Context: an optimization exercise on an open-source flow, tuned for small area and a short achievable clock period. The choices shown serve that exercise and are no tape-out recipe. Function was checked by simulation only, so behaviour that the tests miss may differ from the original. No activity file was given, so power comes from the tool's default toggle rates.

==> flow/design.v (excerpt) <==
module glade_shf (
    input  wire        clk,
    input  wire        rst,
    input  wire        trig,
    input  wire [3:0]  op,
    input  wire [63:0] a,
    input  wire [63:0] bsrc,
    input  wire [63:0] t,
    output reg  [63:0] q,
    output reg         err
);
Size: ~65 flip-flops, ~260 I/O pins.
Settings: LEC_CHECK=0, CAP_MARGIN=30, CORE_MARGIN=2, CORE_UTILIZATION=40, PLACE_DENSITY=0.6, SETUP_SLACK_MARGIN=3.5, SLEW_MARGIN=35; clock period 11.0 ns.
run.sh (not shown) runs the stock make flow with config.mk's settings and CLKGATE_MAP_FILE= SYNTH_SCRIPT=/design/flow/synth_recipe.tcl, a recipe that flattens the netlist after the stock synthesis.
The baseline completed with no timing, DRC or antenna violations.
Change:
Settings changed: CORE_UTILIZATION 40 to 18, PLACE_DENSITY 0.6 to 0.35, SETUP_SLACK_MARGIN 3.5 to default.
Outcome: Hold slack improved by 9.8 ps; maximum frequency decreases by 13%; total power increases by about 1.1%; critical path depth decreases by 1; clock skew does not change.


glade_shf, a different RTL version from the one above (not shown whole).
Size in the first run: about 1700 cells after synthesis, about 65 flip-flops, ~260 I/O pins, about 0.015 sq mm of cells after synthesis.
Settings: LEC_CHECK=0, CAP_MARGIN=30, CORE_MARGIN=2, CORE_UTILIZATION=40, PLACE_DENSITY=0.6, SETUP_SLACK_MARGIN=3.5, SLEW_MARGIN=35, SYNTH_HIERARCHICAL=1, SYNTH_MINIMUM_KEEP_SIZE=0; clock period 11.0 ns.
standard.sh (not shown) runs the stock make flow with config.mk's settings and CLKGATE_MAP_FILE= SYNTH_SCRIPT=/design/flow/synth_recipe.tcl, a recipe that flattens the netlist after the stock synthesis.
==> flow/flow/run.sh <==
#!/bin/bash
# The standard layout (standard.sh, all ORFS steps to finish) with one change:
# the buffers that buffer_ports puts on every input and output port are
# sky130_fd_sc_hd__buf_1 cells rather than the resizer's default choice
# (clkdlybuf4s50_1, a slow delay cell). The timing repair can still resize them.
# make's output goes to flow_make.log; each ORFS step logs under orfs/logs/.
set -euo pipefail
export BUFFER_PORTS_ARGS="-buffer_cell sky130_fd_sc_hd__buf_1"
bash standard.sh > flow_make.log 2>&1
The starting point completed with no timing, DRC or antenna violations.
Rerun with:
- ABC_AREA: unset -> 1
- CAP_MARGIN: 30 -> 10
- SETUP_SLACK_MARGIN: 3.5 -> 5
- SLEW_MARGIN: 35 -> 10
Effect:
- worst hold slack loses 0.032 ns
- power climbs by 4.8%
- fmax is higher by about 25%
- die area goes up by about 4%
Rerun with:
- CAP_MARGIN: 10 -> 5
- CORE_UTILIZATION: 40 -> 48
- PLACE_DENSITY: 0.6 -> 0.65
- SLEW_MARGIN: 10 -> 5
Outcome: The changed run completed without violations. Core utilization went up by 8.6 points. Cell area falls by 0.77%. Worst setup slack is better by 0.014 ns. Worst hold slack is better by 0.022 ns. Power stays flat. Routed wire length went down by 4.1%.
Rerun with:
- CAP_MARGIN: 5 -> 30
- CORE_UTILIZATION: 48 -> 40
- PLACE_DENSITY: 0.65 -> 0.6
- SLEW_MARGIN: 5 -> 35
Result: Wire length went up by a few percent; cell area grows slightly; area after synthesis is unchanged; synthesized cell count does not change; worst setup slack is worse by 0.026 ns; total power went down slightly; core utilization shrinks by 8.5 points; die area is higher by about a fifth; non-clock buffer count goes up by 5; maximum frequency shrinks slightly.


glade_shf with an RTL version that a note above also has.
Size in the first run: ~1900 cells after synthesis, roughly 65 flip-flops, roughly 260 I/O pins, about 15000 um2 of cells after synthesis.
Settings: LEC_CHECK=0, CAP_MARGIN=30, CORE_MARGIN=2, CORE_UTILIZATION=40, PLACE_DENSITY=0.6, SETUP_SLACK_MARGIN=3.5, SLEW_MARGIN=35; clock period 11.0 ns.
Scripts as last shown in full above: flow/flow/run.sh
The first run completed without violations.
==> next run, changes <==
==> flow/run.sh (new file) <==
#!/bin/bash
# synth_recipe.tcl (not shown) runs the flow's synth.tcl, then flattens the netlist and writes it again
# the make line also repeats each setting of config.mk as NAME=value (left out here)
make -C /OpenROAD-flow-scripts/flow DESIGN_CONFIG=/design/flow/config.mk WORK_HOME=/design/flow/orfs CLKGATE_MAP_FILE= SYNTH_SCRIPT=/design/flow/synth_recipe.tcl finish
- SETUP_SLACK_MARGIN: 3.5 -> 5
removed: flow/flow/run.sh
removed: flow/standard.sh
Outcome:
- non-clock buffer count fell by 5
- critical path depth came out lower by 1
- total power rises by roughly a tenth
- via count is about the same
- die area stays the same
- count of clock-buffer cells in the layout is higher by 1
- register-to-register slack barely changes
- flip-flop and latch count stays the same
- synthesized cell count does not change
- design area went up by roughly a tenth

[static timing again, ports no longer ideal]
The results above use ideal ports. As a check the final layouts listed here were re-extracted and re-timed, cells and wires unchanged. Step 1, drivers: a clkbuf_16 drives clk and a buf_2 each remaining input, both assumed. Step 2 times the ports against the registers' clock, not the clock port: input delays grow and output delays shrink by t, the midpoint of the rising clock arrivals with the driver on. Three values: no drivers, after step 1, after step 2; two values: the first two.
run	t (ns)	slack for setup (ns)	hold WS [ns]	pins driven straight from the clock port
the first run of note 1	0.389	3.571 / 3.596 / 3.207	0.596 / 0.596 / 0.596	1
the second run of note 1	0.406	2.465 / 2.495 / 2.089	0.606 / 0.606 / 0.606	1
the first run of note 2	0.422	3.546 / 3.573 / 3.151	0.643 / 0.643 / 0.643	1
the second run of note 2	0.407	5.055 / 5.076 / 4.668	0.610 / 0.610 / 0.610	1
the third run of note 2	0.413	5.069 / 5.094 / 4.680	0.632 / 0.632 / 0.632	1
the fourth run of note 2	0.414	5.043 / 5.069 / 4.655	0.632 / 0.632 / 0.632	1
the first run of note 3	0.395	3.653 / 3.682 / 3.288	0.601 / 0.601 / 0.601	1
the second run of note 3	0.402	3.884 / 3.887 / 3.485	0.602 / 0.602 / 0.602	1
After both steps setup and hold are still met in every run listed. For the second run of note 3, which loses most, drivers alone change the setup slack by +0.003 ns; drivers and shift together by -0.399 ns.
